Context: an optimization exercise on an open-source flow, tuned for small area, a short achievable clock period and few clock cycles per item. The choices shown serve that exercise and are no tape-out recipe.
In this exercise RTL edits were held to simulation tests only and were not proved equivalent to the original.

$ cat design/flow/run.sh
#!/bin/bash
# synth_recipe.tcl (not shown) runs the flow's synth.tcl, then flattens the netlist and writes it again
# the make line also repeats each setting of config.mk as NAME=value (left out here)
make -C /OpenROAD-flow-scripts/flow DESIGN_CONFIG=/design/flow/config.mk WORK_HOME=/design/flow/orfs CLKGATE_MAP_FILE= SYNTH_SCRIPT=/design/flow/synth_recipe.tcl finish
$ cat design/flow/config.mk
export PLATFORM = sky130hd
export DESIGN_NAME = dose_pulse_engine
export DESIGN_NICKNAME = dose_pulse_engine
export VERILOG_FILES = /design/flow/design.v
export SDC_FILE = /design/flow/constraint.sdc
export NUM_CORES = 4
export LEC_CHECK = 0
export CAP_MARGIN = 20
export CORE_MARGIN = 2
export CORE_UTILIZATION = 60
export PLACE_DENSITY = 0.75
export SETUP_SLACK_MARGIN = 5
export SLEW_MARGIN = 20
$ cat design/flow/constraint.sdc
create_clock -name core_clock -period 12.0 [get_ports {clk}]
set_input_delay 2.4000 -clock core_clock [delete_from_list [all_inputs] [get_ports {clk}]]
set_output_delay 2.4000 -clock core_clock [all_outputs]
set_load 0.01 [all_outputs]
$ cat design/flow/design.v
module seq_divider (
    input  wire [15:0] r,
    input  wire [1:0]  b,
    input  wire [15:0] d,
    input  wire [17:0] d3,
    output wire [1:0]  q,
    output wire [15:0] r_next
);
    wire [17:0] t  = {r, b};
    wire [18:0] s1 = {1'b0, t} - {3'd0, d};
    wire [18:0] s2 = {1'b0, t} - {2'd0, d, 1'b0};
    wire [18:0] s3 = {1'b0, t} - {1'b0, d3};
    assign q = !s3[18] ? 2'd3 : !s2[18] ? 2'd2 : !s1[18] ? 2'd1 : 2'd0;
    assign r_next = !s3[18] ? s3[15:0] : !s2[18] ? s2[15:0] : !s1[18] ? s1[15:0] : t[15:0];
endmodule
module dose_pulse_engine (
    input  wire        clk,
    input  wire        rst,
    input  wire        in_valid,
    output wire        in_ready,
    input  wire [15:0] dose,
    input  wire [16:0] stitch,
    input  wire        lead,
    input  wire        last,
    input  wire [7:0]  weight,
    input  wire [15:0] w_lead,
    input  wire [15:0] w_trim,
    input  wire [6:0]  lead_share,
    input  wire [15:0] trim_f,
    input  wire [23:0] carry_in,
    input  wire [31:0] cal,
    input  wire [13:0] gain0,
    input  wire [13:0] gain1,
    input  wire [13:0] gain2,
    input  wire [13:0] cap,
    input  wire [7:0]  min_width,
    output wire        out_valid,
    input  wire        out_ready,
    output reg  [15:0] word,
    output reg  [23:0] carry_out,
    output reg  [29:0] delivered,
    output reg  [34:0] deficit,
    output reg         cap_hit
);
    reg  h_valid;                        
    wire en = !h_valid | out_ready;      
    assign in_ready  = en;
    assign out_valid = h_valid;
    function [23:0] to_carry;
        input [35:0] u;
        reg   [35:0] c;
        begin
            c = (u + 36'd128) >> 8;
            to_carry = (c > 36'hFF_FFFF) ? 24'hFF_FFFF : c[23:0];
        end
    endfunction
    wire [15:0] r_word;
    wire [23:0] r_carry;
    wire [29:0] r_del;
    wire [34:0] r_def;
    wire        r_chit;
    reg [15:0] s0_dose;
    reg [16:0] s0_stitch;
    reg [0:0] s0_lead;
    reg [0:0] s0_last;
    reg [7:0] s0_w;
    reg [15:0] s0_W;
    reg [0:0] s0_zl;
    reg [0:0] s0_zt;
    reg [6:0] s0_ls;
    reg [15:0] s0_f;
    reg [23:0] s0_c;
    reg [15:0] s0_rate;
    reg [7:0] s0_ton_raw;
    reg [0:0] s0_ret;
    reg [13:0] s0_g0;
    reg [13:0] s0_g1;
    reg [13:0] s0_g2;
    reg [13:0] s0_cap;
    reg [7:0] s0_mw;
    always @(posedge clk) if (en) begin
        s0_dose <= dose;
        s0_stitch <= stitch;
        s0_lead <= lead;
        s0_last <= last;
        s0_w <= weight;
        s0_W <= lead ? w_lead : w_trim;
        s0_zl <= (w_lead == 16'd0);
        s0_zt <= (w_trim == 16'd0);
        s0_ls <= lead_share;
        s0_f <= trim_f;
        s0_c <= carry_in;
        s0_rate <= cal[15:0];
        s0_ton_raw <= cal[23:16];
        s0_ret <= cal[25];
        s0_g0 <= gain0;
        s0_g1 <= gain1;
        s0_g2 <= gain2;
        s0_cap <= cap;
        s0_mw <= min_width;
    end
    wire [6:0]  c1_m   = s0_lead ? (s0_zt ? 7'd100 : s0_ls) : (s0_zl ? 7'd100 : 7'd100 - s0_ls);
    wire [32:0] c1_dd  = {17'd0, s0_dose};
    wire [32:0] c1_dqf = (c1_dd << 16) + (c1_dd << 14) + (c1_dd << 11) - (c1_dd << 6) - (c1_dd << 4) - c1_dd;
    wire [9:0]  c1_dq  = c1_dqf[32:23];
    wire [8:0]  c1_tr  = {1'b0, s0_ton_raw} + 9'd2;
    wire [6:0]  c1_ton = c1_tr[8:2];
    reg [0:0] s1_last;
    reg [15:0] s1_W;
    reg [13:0] s1_g0;
    reg [23:0] s1_A;
    reg [15:0] s1_dose;
    reg [0:0] s1_supp;
    reg [0:0] s1_c99;
    reg [15:0] s1_FF;
    reg [7:0] s1_mw;
    reg [15:0] s1_rate;
    reg [13:0] s1_g1;
    reg [13:0] s1_g2;
    reg [7:0] s1_w;
    reg [6:0] s1_ton;
    reg [9:0] s1_dq;
    reg [13:0] s1_wmax;
    reg [23:0] s1_c;
    always @(posedge clk) if (en) begin
        s1_last <= s0_last;
        s1_W <= s0_W;
        s1_g0 <= s0_g0;
        s1_A <= s0_stitch * c1_m;
        s1_dose <= s0_dose;
        s1_supp <= s0_ret | (s0_rate == 16'd0);
        s1_c99 <= !s0_lead;
        s1_FF <= (s0_lead | s0_zl) ? 16'h4000 : s0_f;
        s1_mw <= s0_mw;
        s1_rate <= s0_rate;
        s1_g1 <= s0_g1;
        s1_g2 <= s0_g2;
        s1_w <= s0_w;
        s1_ton <= c1_ton;
        s1_dq <= c1_dq;
        s1_wmax <= (s0_cap > {7'd0, c1_ton}) ? s0_cap - {7'd0, c1_ton} : 14'd0;
        s1_c <= s0_c;
    end
    wire [47:0] c2_aa  = {24'd0, s1_A};
    wire [47:0] c2_aqf = (c2_aa << 23) + (c2_aa << 21) + (c2_aa << 18) - (c2_aa << 13) - (c2_aa << 11)
                     - (c2_aa << 8) + (c2_aa << 4) - (c2_aa << 2) - c2_aa;
    reg [0:0] s2_last;
    reg [15:0] s2_W;
    reg [16:0] s2_Aq;
    reg [6:0] s2_dr;
    reg [13:0] s2_g0;
    reg [6:0] s2_Alo;
    reg [15:0] s2_dose;
    reg [0:0] s2_supp;
    reg [0:0] s2_c99;
    reg [15:0] s2_FF;
    reg [7:0] s2_mw;
    reg [15:0] s2_rate;
    reg [13:0] s2_g1;
    reg [13:0] s2_g2;
    reg [7:0] s2_w;
    reg [6:0] s2_ton;
    reg [9:0] s2_dq;
    reg [13:0] s2_wmax;
    reg [23:0] s2_c;
    always @(posedge clk) if (en) begin
        s2_last <= s1_last;
        s2_W <= s1_W;
        s2_Aq <= c2_aqf[46:30];
        s2_dr <= s1_dose[6:0] - s1_dq[6:0] * 7'd100;
        s2_g0 <= s1_g0;
        s2_Alo <= s1_A[6:0];
        s2_dose <= s1_dose;
        s2_supp <= s1_supp;
        s2_c99 <= s1_c99;
        s2_FF <= s1_FF;
        s2_mw <= s1_mw;
        s2_rate <= s1_rate;
        s2_g1 <= s1_g1;
        s2_g2 <= s1_g2;
        s2_w <= s1_w;
        s2_ton <= s1_ton;
        s2_dq <= s1_dq;
        s2_wmax <= s1_wmax;
        s2_c <= s1_c;
    end
    wire [6:0] c3_ar = s2_Alo - s2_Aq[6:0] * 7'd100;          
    reg [0:0] s3_last;
    reg [15:0] s3_W;
    reg [13:0] s3_g0;
    reg [0:0] s3_supp;
    reg [15:0] s3_FF;
    reg [7:0] s3_mw;
    reg [13:0] s3_y;
    reg [15:0] s3_rate;
    reg [13:0] s3_g1;
    reg [13:0] s3_g2;
    reg [16:0] s3_Y2;
    reg [7:0] s3_w;
    reg [6:0] s3_ton;
    reg [31:0] s3_X;
    reg [13:0] s3_wmax;
    reg [23:0] s3_c;
    always @(posedge clk) if (en) begin
        s3_last <= s2_last;
        s3_W <= s2_W;
        s3_g0 <= s2_g0;
        s3_supp <= s2_supp;
        s3_FF <= s2_FF;
        s3_mw <= s2_mw;
        s3_y <= s2_dr * c3_ar + (s2_c99 ? 14'd99 : 14'd0);
        s3_rate <= s2_rate;
        s3_g1 <= s2_g1;
        s3_g2 <= s2_g2;
        s3_Y2 <= s2_dq * c3_ar;
        s3_w <= s2_w;
        s3_ton <= s2_ton;
        s3_X <= s2_dose * s2_Aq;
        s3_wmax <= s2_wmax;
        s3_c <= s2_c;
    end
    wire [28:0] c4_yy  = {15'd0, s3_y};
    wire [28:0] c4_yqf = (c4_yy << 14) + (c4_yy << 12) + (c4_yy << 9) - (c4_yy << 4) - (c4_yy << 2);
    reg [0:0] s4_last;
    reg [15:0] s4_W;
    reg [13:0] s4_g0;
    reg [0:0] s4_supp;
    reg [15:0] s4_FF;
    reg [7:0] s4_mw;
    reg [15:0] s4_rate;
    reg [13:0] s4_g1;
    reg [13:0] s4_g2;
    reg [31:0] s4_x1;
    reg [7:0] s4_w;
    reg [6:0] s4_ton;
    reg [13:0] s4_wmax;
    reg [23:0] s4_c;
    always @(posedge clk) if (en) begin
        s4_last <= s3_last;
        s4_W <= s3_W;
        s4_g0 <= s3_g0;
        s4_supp <= s3_supp;
        s4_FF <= s3_FF;
        s4_mw <= s3_mw;
        s4_rate <= s3_rate;
        s4_g1 <= s3_g1;
        s4_g2 <= s3_g2;
        s4_x1 <= s3_X + {15'd0, s3_Y2} + {25'd0, c4_yqf[27:21]};
        s4_w <= s3_w;
        s4_ton <= s3_ton;
        s4_wmax <= s3_wmax;
        s4_c <= s3_c;
    end
    wire [47:0] c5_xf = s4_x1 * s4_FF;
    reg [0:0] s5_last;
    reg [15:0] s5_W;
    reg [13:0] s5_g0;
    reg [0:0] s5_supp;
    reg [7:0] s5_mw;
    reg [15:0] s5_rate;
    reg [13:0] s5_g1;
    reg [13:0] s5_g2;
    reg [7:0] s5_w;
    reg [6:0] s5_ton;
    reg [33:0] s5_x;
    reg [13:0] s5_wmax;
    reg [23:0] s5_c;
    always @(posedge clk) if (en) begin
        s5_last <= s4_last;
        s5_W <= s4_W;
        s5_g0 <= s4_g0;
        s5_supp <= s4_supp;
        s5_mw <= s4_mw;
        s5_rate <= s4_rate;
        s5_g1 <= s4_g1;
        s5_g2 <= s4_g2;
        s5_w <= s4_w;
        s5_ton <= s4_ton;
        s5_x <= c5_xf[47:14];
        s5_wmax <= s4_wmax;
        s5_c <= s4_c;
    end
    wire [41:0] c6_n = s5_x * s5_w + {27'd0, s5_W[15:1]};
    reg [0:0] s6_last;
    reg [13:0] s6_g0;
    reg [33:0] s6_Z;
    reg [15:0] s6_D;
    reg [0:0] s6_supp;
    reg [17:0] s6_D3;
    reg [7:0] s6_mw;
    reg [15:0] s6_rate;
    reg [13:0] s6_g1;
    reg [13:0] s6_g2;
    reg [15:0] s6_R;
    reg [6:0] s6_ton;
    reg [13:0] s6_wmax;
    reg [23:0] s6_c;
    always @(posedge clk) if (en) begin
        s6_last <= s5_last;
        s6_g0 <= s5_g0;
        s6_Z <= c6_n[33:0];
        s6_D <= s5_W;
        s6_supp <= s5_supp;
        s6_D3 <= {2'b0, s5_W} + {1'b0, s5_W, 1'b0};
        s6_mw <= s5_mw;
        s6_rate <= s5_rate;
        s6_g1 <= s5_g1;
        s6_g2 <= s5_g2;
        s6_R <= {8'd0, c6_n[41:34]};
        s6_ton <= s5_ton;
        s6_wmax <= s5_wmax;
        s6_c <= s5_c;
    end
    wire [15:0] c7_r0; wire [1:0] c7_q0;
    seq_divider c7_u0 (.r(s6_R), .b(s6_Z[33:32]), .d(s6_D), .d3(s6_D3), .q(c7_q0), .r_next(c7_r0));
    wire [15:0] c7_r1; wire [1:0] c7_q1;
    seq_divider c7_u1 (.r(c7_r0), .b(s6_Z[31:30]), .d(s6_D), .d3(s6_D3), .q(c7_q1), .r_next(c7_r1));
    reg [0:0] s7_last;
    reg [13:0] s7_g0;
    reg [33:0] s7_Z;
    reg [15:0] s7_D;
    reg [0:0] s7_supp;
    reg [17:0] s7_D3;
    reg [7:0] s7_mw;
    reg [15:0] s7_rate;
    reg [13:0] s7_g1;
    reg [13:0] s7_g2;
    reg [15:0] s7_R;
    reg [6:0] s7_ton;
    reg [13:0] s7_wmax;
    reg [23:0] s7_c;
    always @(posedge clk) if (en) begin
        s7_last <= s6_last;
        s7_g0 <= s6_g0;
        s7_Z <= {s6_Z[29:0], c7_q0, c7_q1};
        s7_D <= s6_D;
        s7_supp <= s6_supp;
        s7_D3 <= s6_D3;
        s7_mw <= s6_mw;
        s7_rate <= s6_rate;
        s7_g1 <= s6_g1;
        s7_g2 <= s6_g2;
        s7_R <= c7_r1;
        s7_ton <= s6_ton;
        s7_wmax <= s6_wmax;
        s7_c <= s6_c;
    end
    wire [15:0] c8_r0; wire [1:0] c8_q0;
    seq_divider c8_u0 (.r(s7_R), .b(s7_Z[33:32]), .d(s7_D), .d3(s7_D3), .q(c8_q0), .r_next(c8_r0));
    wire [15:0] c8_r1; wire [1:0] c8_q1;
    seq_divider c8_u1 (.r(c8_r0), .b(s7_Z[31:30]), .d(s7_D), .d3(s7_D3), .q(c8_q1), .r_next(c8_r1));
    reg [0:0] s8_last;
    reg [13:0] s8_g0;
    reg [33:0] s8_Z;
    reg [15:0] s8_D;
    reg [0:0] s8_supp;
    reg [17:0] s8_D3;
    reg [7:0] s8_mw;
    reg [15:0] s8_rate;
    reg [13:0] s8_g1;
    reg [13:0] s8_g2;
    reg [15:0] s8_R;
    reg [6:0] s8_ton;
    reg [13:0] s8_wmax;
    reg [23:0] s8_c;
    always @(posedge clk) if (en) begin
        s8_last <= s7_last;
        s8_g0 <= s7_g0;
        s8_Z <= {s7_Z[29:0], c8_q0, c8_q1};
        s8_D <= s7_D;
        s8_supp <= s7_supp;
        s8_D3 <= s7_D3;
        s8_mw <= s7_mw;
        s8_rate <= s7_rate;
        s8_g1 <= s7_g1;
        s8_g2 <= s7_g2;
        s8_R <= c8_r1;
        s8_ton <= s7_ton;
        s8_wmax <= s7_wmax;
        s8_c <= s7_c;
    end
    wire [15:0] c9_r0; wire [1:0] c9_q0;
    seq_divider c9_u0 (.r(s8_R), .b(s8_Z[33:32]), .d(s8_D), .d3(s8_D3), .q(c9_q0), .r_next(c9_r0));
    wire [15:0] c9_r1; wire [1:0] c9_q1;
    seq_divider c9_u1 (.r(c9_r0), .b(s8_Z[31:30]), .d(s8_D), .d3(s8_D3), .q(c9_q1), .r_next(c9_r1));
    reg [0:0] s9_last;
    reg [13:0] s9_g0;
    reg [33:0] s9_Z;
    reg [15:0] s9_D;
    reg [0:0] s9_supp;
    reg [17:0] s9_D3;
    reg [7:0] s9_mw;
    reg [15:0] s9_rate;
    reg [13:0] s9_g1;
    reg [13:0] s9_g2;
    reg [15:0] s9_R;
    reg [6:0] s9_ton;
    reg [13:0] s9_wmax;
    reg [23:0] s9_c;
    always @(posedge clk) if (en) begin
        s9_last <= s8_last;
        s9_g0 <= s8_g0;
        s9_Z <= {s8_Z[29:0], c9_q0, c9_q1};
        s9_D <= s8_D;
        s9_supp <= s8_supp;
        s9_D3 <= s8_D3;
        s9_mw <= s8_mw;
        s9_rate <= s8_rate;
        s9_g1 <= s8_g1;
        s9_g2 <= s8_g2;
        s9_R <= c9_r1;
        s9_ton <= s8_ton;
        s9_wmax <= s8_wmax;
        s9_c <= s8_c;
    end
    wire [15:0] c10_r0; wire [1:0] c10_q0;
    seq_divider c10_u0 (.r(s9_R), .b(s9_Z[33:32]), .d(s9_D), .d3(s9_D3), .q(c10_q0), .r_next(c10_r0));
    wire [15:0] c10_r1; wire [1:0] c10_q1;
    seq_divider c10_u1 (.r(c10_r0), .b(s9_Z[31:30]), .d(s9_D), .d3(s9_D3), .q(c10_q1), .r_next(c10_r1));
    reg [0:0] s10_last;
    reg [13:0] s10_g0;
    reg [33:0] s10_Z;
    reg [15:0] s10_D;
    reg [0:0] s10_supp;
    reg [17:0] s10_D3;
    reg [7:0] s10_mw;
    reg [15:0] s10_rate;
    reg [13:0] s10_g1;
    reg [13:0] s10_g2;
    reg [15:0] s10_R;
    reg [6:0] s10_ton;
    reg [13:0] s10_wmax;
    reg [23:0] s10_c;
    always @(posedge clk) if (en) begin
        s10_last <= s9_last;
        s10_g0 <= s9_g0;
        s10_Z <= {s9_Z[29:0], c10_q0, c10_q1};
        s10_D <= s9_D;
        s10_supp <= s9_supp;
        s10_D3 <= s9_D3;
        s10_mw <= s9_mw;
        s10_rate <= s9_rate;
        s10_g1 <= s9_g1;
        s10_g2 <= s9_g2;
        s10_R <= c10_r1;
        s10_ton <= s9_ton;
        s10_wmax <= s9_wmax;
        s10_c <= s9_c;
    end
    wire [15:0] c11_r0; wire [1:0] c11_q0;
    seq_divider c11_u0 (.r(s10_R), .b(s10_Z[33:32]), .d(s10_D), .d3(s10_D3), .q(c11_q0), .r_next(c11_r0));
    wire [15:0] c11_r1; wire [1:0] c11_q1;
    seq_divider c11_u1 (.r(c11_r0), .b(s10_Z[31:30]), .d(s10_D), .d3(s10_D3), .q(c11_q1), .r_next(c11_r1));
    reg [0:0] s11_last;
    reg [13:0] s11_g0;
    reg [33:0] s11_Z;
    reg [15:0] s11_D;
    reg [0:0] s11_supp;
    reg [17:0] s11_D3;
    reg [7:0] s11_mw;
    reg [15:0] s11_rate;
    reg [13:0] s11_g1;
    reg [13:0] s11_g2;
    reg [15:0] s11_R;
    reg [6:0] s11_ton;
    reg [13:0] s11_wmax;
    reg [23:0] s11_c;
    always @(posedge clk) if (en) begin
        s11_last <= s10_last;
        s11_g0 <= s10_g0;
        s11_Z <= {s10_Z[29:0], c11_q0, c11_q1};
        s11_D <= s10_D;
        s11_supp <= s10_supp;
        s11_D3 <= s10_D3;
        s11_mw <= s10_mw;
        s11_rate <= s10_rate;
        s11_g1 <= s10_g1;
        s11_g2 <= s10_g2;
        s11_R <= c11_r1;
        s11_ton <= s10_ton;
        s11_wmax <= s10_wmax;
        s11_c <= s10_c;
    end
    wire [15:0] c12_r0; wire [1:0] c12_q0;
    seq_divider c12_u0 (.r(s11_R), .b(s11_Z[33:32]), .d(s11_D), .d3(s11_D3), .q(c12_q0), .r_next(c12_r0));
    wire [15:0] c12_r1; wire [1:0] c12_q1;
    seq_divider c12_u1 (.r(c12_r0), .b(s11_Z[31:30]), .d(s11_D), .d3(s11_D3), .q(c12_q1), .r_next(c12_r1));
    reg [0:0] s12_last;
    reg [13:0] s12_g0;
    reg [33:0] s12_Z;
    reg [15:0] s12_D;
    reg [0:0] s12_supp;
    reg [17:0] s12_D3;
    reg [7:0] s12_mw;
    reg [15:0] s12_rate;
    reg [13:0] s12_g1;
    reg [13:0] s12_g2;
    reg [15:0] s12_R;
    reg [6:0] s12_ton;
    reg [13:0] s12_wmax;
    reg [23:0] s12_c;
    always @(posedge clk) if (en) begin
        s12_last <= s11_last;
        s12_g0 <= s11_g0;
        s12_Z <= {s11_Z[29:0], c12_q0, c12_q1};
        s12_D <= s11_D;
        s12_supp <= s11_supp;
        s12_D3 <= s11_D3;
        s12_mw <= s11_mw;
        s12_rate <= s11_rate;
        s12_g1 <= s11_g1;
        s12_g2 <= s11_g2;
        s12_R <= c12_r1;
        s12_ton <= s11_ton;
        s12_wmax <= s11_wmax;
        s12_c <= s11_c;
    end
    wire [15:0] c13_r0; wire [1:0] c13_q0;
    seq_divider c13_u0 (.r(s12_R), .b(s12_Z[33:32]), .d(s12_D), .d3(s12_D3), .q(c13_q0), .r_next(c13_r0));
    wire [15:0] c13_r1; wire [1:0] c13_q1;
    seq_divider c13_u1 (.r(c13_r0), .b(s12_Z[31:30]), .d(s12_D), .d3(s12_D3), .q(c13_q1), .r_next(c13_r1));
    wire [29:0] c13_r0f = s12_rate * s12_g0;
    wire [29:0] c13_r1f = s12_rate * s12_g1;
    wire [29:0] c13_r2f = s12_rate * s12_g2;
    reg [0:0] s13_last;
    reg [33:0] s13_Z;
    reg [15:0] s13_D;
    reg [15:0] s13_r2;
    reg [0:0] s13_supp;
    reg [17:0] s13_D3;
    reg [7:0] s13_mw;
    reg [15:0] s13_rate;
    reg [15:0] s13_R;
    reg [6:0] s13_ton;
    reg [14:0] s13_wm1;
    reg [13:0] s13_wmax;
    reg [23:0] s13_c;
    reg [15:0] s13_r1;
    reg [15:0] s13_r0;
    always @(posedge clk) if (en) begin
        s13_last <= s12_last;
        s13_Z <= {s12_Z[29:0], c13_q0, c13_q1};
        s13_D <= s12_D;
        s13_r2 <= c13_r2f[29:14];
        s13_supp <= s12_supp;
        s13_D3 <= s12_D3;
        s13_mw <= s12_mw;
        s13_rate <= s12_rate;
        s13_R <= c13_r1;
        s13_ton <= s12_ton;
        s13_wm1 <= {1'b0, s12_wmax} + 15'd1;
        s13_wmax <= s12_wmax;
        s13_c <= s12_c;
        s13_r1 <= c13_r1f[29:14];
        s13_r0 <= c13_r0f[29:14];
    end
    wire [15:0] c14_r0; wire [1:0] c14_q0;
    seq_divider c14_u0 (.r(s13_R), .b(s13_Z[33:32]), .d(s13_D), .d3(s13_D3), .q(c14_q0), .r_next(c14_r0));
    wire [15:0] c14_r1; wire [1:0] c14_q1;
    seq_divider c14_u1 (.r(c14_r0), .b(s13_Z[31:30]), .d(s13_D), .d3(s13_D3), .q(c14_q1), .r_next(c14_r1));
    reg [0:0] s14_last;
    reg [17:0] s14_q3;
    reg [30:0] s14_T2;
    reg [17:0] s14_q2;
    reg [33:0] s14_Z;
    reg [15:0] s14_D;
    reg [15:0] s14_r2;
    reg [0:0] s14_supp;
    reg [30:0] s14_T0;
    reg [17:0] s14_D3;
    reg [7:0] s14_mw;
    reg [15:0] s14_rate;
    reg [17:0] s14_q1;
    reg [17:0] s14_q0;
    reg [30:0] s14_T1;
    reg [15:0] s14_R;
    reg [6:0] s14_ton;
    reg [13:0] s14_wmax;
    reg [23:0] s14_c;
    reg [30:0] s14_T3;
    reg [15:0] s14_r1;
    reg [15:0] s14_r0;
    always @(posedge clk) if (en) begin
        s14_last <= s13_last;
        s14_q3 <= {2'b0, s13_rate} + {1'b0, s13_rate, 1'b0};
        s14_T2 <= s13_wm1 * s13_r2;
        s14_q2 <= {2'b0, s13_r2} + {1'b0, s13_r2, 1'b0};
        s14_Z <= {s13_Z[29:0], c14_q0, c14_q1};
        s14_D <= s13_D;
        s14_r2 <= s13_r2;
        s14_supp <= s13_supp;
        s14_T0 <= s13_wm1 * s13_r0;
        s14_D3 <= s13_D3;
        s14_mw <= s13_mw;
        s14_rate <= s13_rate;
        s14_q1 <= {2'b0, s13_r1} + {1'b0, s13_r1, 1'b0};
        s14_q0 <= {2'b0, s13_r0} + {1'b0, s13_r0, 1'b0};
        s14_T1 <= s13_wm1 * s13_r1;
        s14_R <= c14_r1;
        s14_ton <= s13_ton;
        s14_wmax <= s13_wmax;
        s14_c <= s13_c;
        s14_T3 <= s13_wm1 * s13_rate;
        s14_r1 <= s13_r1;
        s14_r0 <= s13_r0;
    end
    wire [15:0] c15_rr; wire [1:0] c15_q;
    seq_divider c15_u (.r(s14_R), .b(s14_Z[33:32]), .d(s14_D), .d3(s14_D3), .q(c15_q), .r_next(c15_rr));
    wire [36:0] c15_x0 = {3'b0, s14_Z[31:0], 2'b0} + {5'd0, s14_c, 8'd0} - {6'd0, s14_T0};
    wire c15_cy0 = ({1'b0, c15_x0[1:0]} + {1'b0, c15_q}) >= 3'd4;
    wire c15_f0 = c15_cy0 ? (c15_x0[36] & ~&c15_x0[35:2]) : c15_x0[36];
    wire [36:0] c15_x1 = {3'b0, s14_Z[31:0], 2'b0} + {5'd0, s14_c, 8'd0} - {6'd0, s14_T1};
    wire c15_cy1 = ({1'b0, c15_x1[1:0]} + {1'b0, c15_q}) >= 3'd4;
    wire c15_f1 = c15_cy1 ? (c15_x1[36] & ~&c15_x1[35:2]) : c15_x1[36];
    wire [36:0] c15_x2 = {3'b0, s14_Z[31:0], 2'b0} + {5'd0, s14_c, 8'd0} - {6'd0, s14_T2};
    wire c15_cy2 = ({1'b0, c15_x2[1:0]} + {1'b0, c15_q}) >= 3'd4;
    wire c15_f2 = c15_cy2 ? (c15_x2[36] & ~&c15_x2[35:2]) : c15_x2[36];
    wire [36:0] c15_x3 = {3'b0, s14_Z[31:0], 2'b0} + {5'd0, s14_c, 8'd0} - {6'd0, s14_T3};
    wire c15_cy3 = ({1'b0, c15_x3[1:0]} + {1'b0, c15_q}) >= 3'd4;
    wire c15_f3 = c15_cy3 ? (c15_x3[36] & ~&c15_x3[35:2]) : c15_x3[36];
    wire [15:0] c15_r = c15_f0 ? s14_r0 : c15_f1 ? s14_r1 : c15_f2 ? s14_r2 : s14_rate;
    reg [17:0] s15_rs3;
    reg [0:0] s15_last;
    reg [0:0] s15_capd;
    reg [15:0] s15_rs;
    reg [29:0] s15_dcap;
    reg [34:0] s15_e;
    reg [6:0] s15_ton;
    reg [0:0] s15_supp;
    reg [13:0] s15_wmax;
    reg [1:0] s15_lv;
    reg [7:0] s15_mw;
    always @(posedge clk) if (en) begin
        s15_rs3 <= c15_f0 ? s14_q0 : c15_f1 ? s14_q1 : c15_f2 ? s14_q2 : s14_q3;
        s15_last <= s14_last;
        s15_capd <= !(c15_f0 | c15_f1 | c15_f2 | c15_f3);
        s15_rs <= c15_r;
        s15_dcap <= s14_T3[29:0] - {14'd0, s14_rate};
        s15_e <= {{1'b0, s14_Z[31:0]} + {9'd0, s14_c, 6'd0}, c15_q};
        s15_ton <= s14_ton;
        s15_supp <= s14_supp;
        s15_wmax <= s14_wmax;
        s15_lv <= c15_f0 ? 2'd0 : c15_f1 ? 2'd1 : c15_f2 ? 2'd2 : 2'd3;
        s15_mw <= s14_mw;
    end
    wire [15:0] c16_r0; wire [1:0] c16_q0;
    seq_divider c16_u0 (.r(s15_e[29:14]), .b(s15_e[13:12]), .d(s15_rs), .d3(s15_rs3), .q(c16_q0), .r_next(c16_r0));
    wire [15:0] c16_r1; wire [1:0] c16_q1;
    seq_divider c16_u1 (.r(c16_r0), .b(s15_e[11:10]), .d(s15_rs), .d3(s15_rs3), .q(c16_q1), .r_next(c16_r1));
    wire [23:0] c16_mwr = s15_mw * s15_rs;
    reg [15:0] s16_wR;
    reg [17:0] s16_rs3;
    reg [0:0] s16_last;
    reg [0:0] s16_capd;
    reg [15:0] s16_rs;
    reg [13:0] s16_wZ;
    reg [0:0] s16_half;
    reg [34:0] s16_e;
    reg [6:0] s16_ton;
    reg [0:0] s16_supp;
    reg [13:0] s16_wmax;
    reg [29:0] s16_alt;
    reg [1:0] s16_lv;
    reg [7:0] s16_mw;
    always @(posedge clk) if (en) begin
        s16_wR <= c16_r1;
        s16_rs3 <= s15_rs3;
        s16_last <= s15_last;
        s16_capd <= s15_capd;
        s16_rs <= s15_rs;
        s16_wZ <= {s15_e[9:0], c16_q0, c16_q1};
        s16_half <= {s15_e, 1'b0} >= {12'd0, c16_mwr};
        s16_e <= s15_e;
        s16_ton <= s15_ton;
        s16_supp <= s15_supp;
        s16_wmax <= s15_wmax;
        s16_alt <= s15_capd ? s15_dcap : {6'd0, c16_mwr};
        s16_lv <= s15_lv;
        s16_mw <= s15_mw;
    end
    wire [15:0] c17_r0; wire [1:0] c17_q0;
    seq_divider c17_u0 (.r(s16_wR), .b(s16_wZ[13:12]), .d(s16_rs), .d3(s16_rs3), .q(c17_q0), .r_next(c17_r0));
    wire [15:0] c17_r1; wire [1:0] c17_q1;
    seq_divider c17_u1 (.r(c17_r0), .b(s16_wZ[11:10]), .d(s16_rs), .d3(s16_rs3), .q(c17_q1), .r_next(c17_r1));
    reg [15:0] s17_wR;
    reg [17:0] s17_rs3;
    reg [0:0] s17_last;
    reg [0:0] s17_capd;
    reg [15:0] s17_rs;
    reg [13:0] s17_wZ;
    reg [0:0] s17_half;
    reg [34:0] s17_e;
    reg [6:0] s17_ton;
    reg [0:0] s17_supp;
    reg [13:0] s17_wmax;
    reg [29:0] s17_alt;
    reg [1:0] s17_lv;
    reg [7:0] s17_mw;
    always @(posedge clk) if (en) begin
        s17_wR <= c17_r1;
        s17_rs3 <= s16_rs3;
        s17_last <= s16_last;
        s17_capd <= s16_capd;
        s17_rs <= s16_rs;
        s17_wZ <= {s16_wZ[9:0], c17_q0, c17_q1};
        s17_half <= s16_half;
        s17_e <= s16_e;
        s17_ton <= s16_ton;
        s17_supp <= s16_supp;
        s17_wmax <= s16_wmax;
        s17_alt <= s16_alt;
        s17_lv <= s16_lv;
        s17_mw <= s16_mw;
    end
    wire [15:0] c18_r0; wire [1:0] c18_q0;
    seq_divider c18_u0 (.r(s17_wR), .b(s17_wZ[13:12]), .d(s17_rs), .d3(s17_rs3), .q(c18_q0), .r_next(c18_r0));
    wire [15:0] c18_r1; wire [1:0] c18_q1;
    seq_divider c18_u1 (.r(c18_r0), .b(s17_wZ[11:10]), .d(s17_rs), .d3(s17_rs3), .q(c18_q1), .r_next(c18_r1));
    reg [15:0] s18_wR;
    reg [17:0] s18_rs3;
    reg [0:0] s18_last;
    reg [0:0] s18_capd;
    reg [15:0] s18_rs;
    reg [13:0] s18_wZ;
    reg [0:0] s18_half;
    reg [34:0] s18_e;
    reg [6:0] s18_ton;
    reg [0:0] s18_supp;
    reg [13:0] s18_wmax;
    reg [29:0] s18_alt;
    reg [1:0] s18_lv;
    reg [7:0] s18_mw;
    always @(posedge clk) if (en) begin
        s18_wR <= c18_r1;
        s18_rs3 <= s17_rs3;
        s18_last <= s17_last;
        s18_capd <= s17_capd;
        s18_rs <= s17_rs;
        s18_wZ <= {s17_wZ[9:0], c18_q0, c18_q1};
        s18_half <= s17_half;
        s18_e <= s17_e;
        s18_ton <= s17_ton;
        s18_supp <= s17_supp;
        s18_wmax <= s17_wmax;
        s18_alt <= s17_alt;
        s18_lv <= s17_lv;
        s18_mw <= s17_mw;
    end
    wire [15:0] c19_r0; wire [1:0] c19_q0;
    seq_divider c19_u0 (.r(s18_wR), .b(s18_wZ[13:12]), .d(s18_rs), .d3(s18_rs3), .q(c19_q0), .r_next(c19_r0));
    wire [13:0] c19_wq   = {s18_wZ[11:0], c19_q0};
    wire [13:0] c19_wfit = s18_capd ? s18_wmax : c19_wq;
    wire        c19_blw  = c19_wfit < {6'd0, s18_mw};
    wire        c19_useF = !s18_supp & !s18_capd & !c19_blw;
    wire        c19_rais = s18_last & s18_half & (s18_wmax >= {6'd0, s18_mw});
    wire        c19_useA = !s18_supp & (c19_blw ? c19_rais : s18_capd);
    wire [35:0] c19_ea  = {1'b0, s18_e} - {6'd0, s18_alt};
    wire [35:0] c19_eap = c19_ea[35] ? 36'd0 : c19_ea;
    reg [0:0] s19_half;
    reg [34:0] s19_e;
    reg [6:0] s19_ton;
    reg [0:0] s19_last;
    reg [34:0] s19_ea;
    reg [0:0] s19_supp;
    reg [0:0] s19_capd;
    reg [0:0] s19_useA;
    reg [0:0] s19_useF;
    reg [15:0] s19_rem;
    reg [1:0] s19_lv;
    reg [23:0] s19_ca;
    reg [23:0] s19_cz;
    reg [29:0] s19_alt;
    reg [13:0] s19_wid;
    always @(posedge clk) if (en) begin
        s19_half <= s18_half;
        s19_e <= s18_e;
        s19_ton <= s18_ton;
        s19_last <= s18_last;
        s19_ea <= c19_ea[34:0];
        s19_supp <= s18_supp;
        s19_capd <= s18_capd;
        s19_useA <= c19_useA;
        s19_useF <= c19_useF;
        s19_rem <= c19_r0;
        s19_lv <= s18_lv;
        s19_ca <= to_carry(c19_eap);
        s19_cz <= to_carry({1'b0, s18_e});
        s19_alt <= s18_alt;
        s19_wid <= c19_useF ? c19_wq : c19_useA ? (s18_capd ? s18_wmax : {6'd0, s18_mw}) : 14'd0;
    end
    wire [34:0] c20_del  = s19_e - {19'd0, s19_rem};
    wire [34:0] c20_left = s19_useF ? {19'd0, s19_rem} : s19_useA ? s19_ea : s19_e;
    wire        c20_w0   = (s19_wid == 14'd0);
    wire [13:0] c20_wt   = s19_wid + {7'd0, s19_ton};
    assign r_chit  = s19_last & !s19_supp & (s19_capd | (c20_w0 & s19_half));
    assign r_word  = c20_w0 ? 16'd0 : {s19_lv, c20_wt};
    assign r_carry = s19_last ? 24'd0 : s19_useF ? to_carry({20'd0, s19_rem}) : s19_useA ? s19_ca : s19_cz;
    assign r_del   = s19_useF ? c20_del[29:0] : s19_useA ? s19_alt[29:0] : 30'd0;
    assign r_def   = (s19_last & (s19_supp | r_chit)) ? c20_left : 35'd0;
    reg [19:0] v;
    always @(posedge clk) begin
        if (rst) v <= 20'd0;
        else if (en) v <= {v[18:0], in_valid};
    end
    wire r_valid = v[19];
    always @(posedge clk) begin
        if (rst) h_valid <= 1'b0;
        else if (en) h_valid <= r_valid;
    end
    always @(posedge clk) if (en) begin
        word <= r_word; carry_out <= r_carry; delivered <= r_del;
        deficit <= r_def; cap_hit <= r_chit;
    end
endmodule
==> results.tsv <==
stage	metric	value	unit
routing	wirelength	777.6	mm
finish	filler_cell_count	36840	
critical_path	cp.arrival	8.37	ns
routing	drt_iter0_drc	17301	
finish	drive_above_1_share	8.341	%
sta	rsz0062_at_grt	yes	
routing	post_drt_via_cell_ratio	5.861	
clock_tree	hold_buffers	0	
critical_path	endpoint_kind	flop	
routing	postRouteAntennaNets	0	
yosys	synth_cell_types	117	
flow_run	max_cap_violations	0	
min_path	hold_class	reg2reg	
sta	hold_viol	0	
yosys	syn_area	0.3068	mm2
critical_path	cp_slowest_cell	fa_1	
yosys	syn_inst	27567	
finish	nNetsFinal	34233	
floorplan	die_width	719.1	um
clock_tree	clockBufferDepth	4	
clock_tree	htreeDepth	5	
routing	wl_per_cell	21.77	um
sta	worst_pin_slew	1.225	ns
critical_path	cpMostUsedCell	a21o_1	
sta	clock-skew-final	0.1023	ns
floorplan	rows	262	
clock_tree	clkTransAtPathRegs	0.07	ns
placement	port_buffers	321	
yosys	yosysWarnings	1	
critical_path	cp_max_fo	6	
yosys	synth-main-ff-cell	edfxtp_1	
yosys	async_flop_share	0	%
finish	syn_to_final_growth	11.90	%
floorplan	core-area	0.5091	mm2
critical_path	crit_type	reg2reg	
sta	post-route-period-util	63.17	%
run_status	status	finished clean	
routing	vias	209300	
yosys	seq_area_frac_synth	39.85	%
routing	drc_errors	0	
global_routing	grt_usage	29.48	%
yosys	synth_seq_cells	4079	
sta	max_freq	131.9	MHz
sta	drv_slew	0	
sta	period_needed	7.581	ns
global_routing	antenna_found_initial	53	
critical_path	max_stage_delay	0.56	ns
clock_tree	clk_latency	1.09	ns
global_routing	grt_pass1_wl	1193	mm
yosys	syn_nets	33251	
global_routing	overflow	0	
critical_path	start_kind	flop	
global_routing	grt_pass1_vias	211841	
critical_path	worstPathRequired	12.79	ns
yosys	postSynthAreaPerCell	11.13	um2
sta	worst_slew_margin_rel	18.34	%
clock_tree	cts_tree	built	
floorplan	die_h	719.1	um
routing	first_pass_iters	6	
finish	final_area	0.3433	mm2
clock_tree	clock_sinks	4079	
sta	whs	0.3439	ns
floorplan	ios	330	
yosys	synth_edf_count	4058	
global_routing	grt_start_max_net_pins	198	
floorplan	dieArea	0.5171	mm2
clock_tree	cts_root_buf	clkbuf_16	
placement	placed_area	0.3181	mm2
clock_tree	numCtsBuffers	419	
sta	setup_tns	0	ns
placement	hpwl	562.2	mm
floorplan	start_util	60.27	%
sta	report.final.setup_viol	0	
placement	gp_congestion	0.9495	
registers in the layout, indices dropped and copies added, names as in the netlist, 32 cells and up:
register	flops
s19_ea	35
s3_X	32
s18_e	34
s14_Z	34
s10_Z	34
s4_x1	32
s13_Z	34
s19_e	35
deficit	35
s12_Z	34
s9_Z	34
s15_e	35
s5_x	34
s11_Z	34
s7_Z	34
s8_Z	34
s6_Z	34
cells by family after synthesis:
group	after synthesis	share of synthesized area, %
buffers and inverters	4548	5.605
flip-flops	4079	39.85
multiplexers	376	1.269
XOR/XNOR	1392	3.976
AND/OR/NAND/NOR	7261	11.33
AO/OA/AOI/OAI	4448	9.446
adder cells (fa/ha/maj)	5463	28.52
layout make-up:
cell class | count | area (um2) | area share, %
timing repair buffer | 1283 | 12840 | 3.740
sequential | 4079 | 122300 | 35.61
antenna | 76 | 190.2 | 0.05539
clock buffer | 483 | 10770 | 3.136
inverter | 3823 | 14430 | 4.202
multi-input combinational | 18943 | 170700 | 49.73
clock inverter | 293 | 3676 | 1.071
tap | 6732 | 8423 | 2.453
per-layer routing:
| layer | share of wire, % | global-route usage, % | vias to the layer above | wire, um |
|---|---|---|---|---|
| met5 | 0.014 | 0 | - | 109 |
| met4 | 6.3 | 15.50 | 12 | 48980 |
| met3 | 7.5 | 4.670 | 1835 | 58230 |
| met2 | 47 | 48.34 | 7770 | 364500 |
| met1 | 39 | 38.02 | 103190 | 305700 |
| li1 | - | - | 96493 | - |
path summary, 6_finish.rpt:
path	start	end	slack (ns)	cells past startpoint
worst max-delay path	s3_y[1]	s4_x1[20]	4.42	36
worst min-delay path	s10_Z[23]	s11_Z[27]	0.34	0
worst min register to register	s10_Z[23]	s11_Z[27]	0.34	0
worst max register to register	s3_y[1]	s4_x1[20]	4.42	36
per-stage QoR:
| stage | cells | util [%] | setup WS (ns) |
|---|---|---|---|
| 3_3_place_gp | 34180 | 62.48 | 3.152 |
| 2_1_floorplan | 27567 | - | -2.372 |
| 6_report | 35712 | 67.44 | 4.419 |
| 4_1_cts | 35320 | 66.45 | 4.618 |
| 5_1_grt | 35698 | 67.43 | 4.172 |
| 3_5_place_dp | 34182 | 62.48 | 3.122 |
critical path: cells and delay by family, from the launching register on:
family	cells	cell delay, ns
AND/OR/NAND/NOR	1	0.06
AO/OA/AOI/OAI	20	3.58
XOR/XNOR	2	0.13
adder cells (fa/ha/maj)	6	2.48
flip-flops	1	0.41
buffers and inverters	7	0.62
repair_timing:
| action | in CTS | in global routing |
|---|---|---|
| resized for setup | 503 | 489 |
| cloned | 28 | 20 |
| pin swaps | 129 | 261 |
| endpoints found under the setup margin | 356 | 329 |
| buffers inserted | 334 | 296 |
cells in the final DEF (no fill, tap or decap), types with 353 or more instances in the layout:
cell       count
a21o_1       456
a21oi_1     1071
and2_1      1302
buf_4        731
clkbuf_16    434
edfxtp_1    4058
fa_1        2536
ha_1        2873
inv_1       3773
nand2_1     2842
nand3_1      353
nor2_1      1150
nor3_1       367
o21ai_0      848
xnor2_1      927
xor2_1       445
cells in the mapped netlist (104+ instances only):
cell type,number,area [um2]
and2_1,1305,8164
a31oi_1,148,925.9
o21bai_1,154,1156
o211ai_1,127,953.4
nand2_1,2867,10760
a21oi_1,1153,5771
nand3_1,356,1782
xnor2_1,940,8233
nor2_1,1176,4414
nand4_1,105,656.9
o21a_1,259,1944
edfxtp_1,4058,121900
o21ai_0,960,4805
fa_1,2549,51030
mux2i_1,272,2723
clkbuf_1,667,2504
or3_1,118,738.2
nor2b_1,299,1871
and3_1,134,838.3
a21o_1,457,3431
nand2b_1,234,1464
xor2_1,451,3950
a211oi_1,190,1426
ha_1,2913,36450
nor3_1,375,1877
a21boi_0,121,908.4
mux2_2,104,1171
inv_1,3818,14330
Testbench counts, summed over its fixed seeds: cycles 3,368, items 3,200.

==> what the ideal ports hide <==
The results above use ideal ports. As a check the final layout listed here was re-extracted and re-timed, cells and wires unchanged.
Step 1 sets driving cells, clkbuf_16 on the clock port and buf_2 on the other inputs (assumed; they add their load-dependent delay and slew).
Step 2 also shifts input and output timing later by t, the mid clock arrival at the registers, as if the neighbouring blocks saw the same clock.
Slacks: ideal ports / drivers / drivers and shift; pairs: ideal ports / drivers.
t, ns: 1.180
setup WS [ns]: 4.419 / 4.419 / 4.419
worst setup path at the end: register to register
clock arrival spread, ns: 0.107 / 0.107
pins driven straight from the clock port: 1
After both steps setup and hold are still met in this run. For this run, drivers alone change the setup slack by 0.000 ns; drivers and shift together by 0.000 ns.
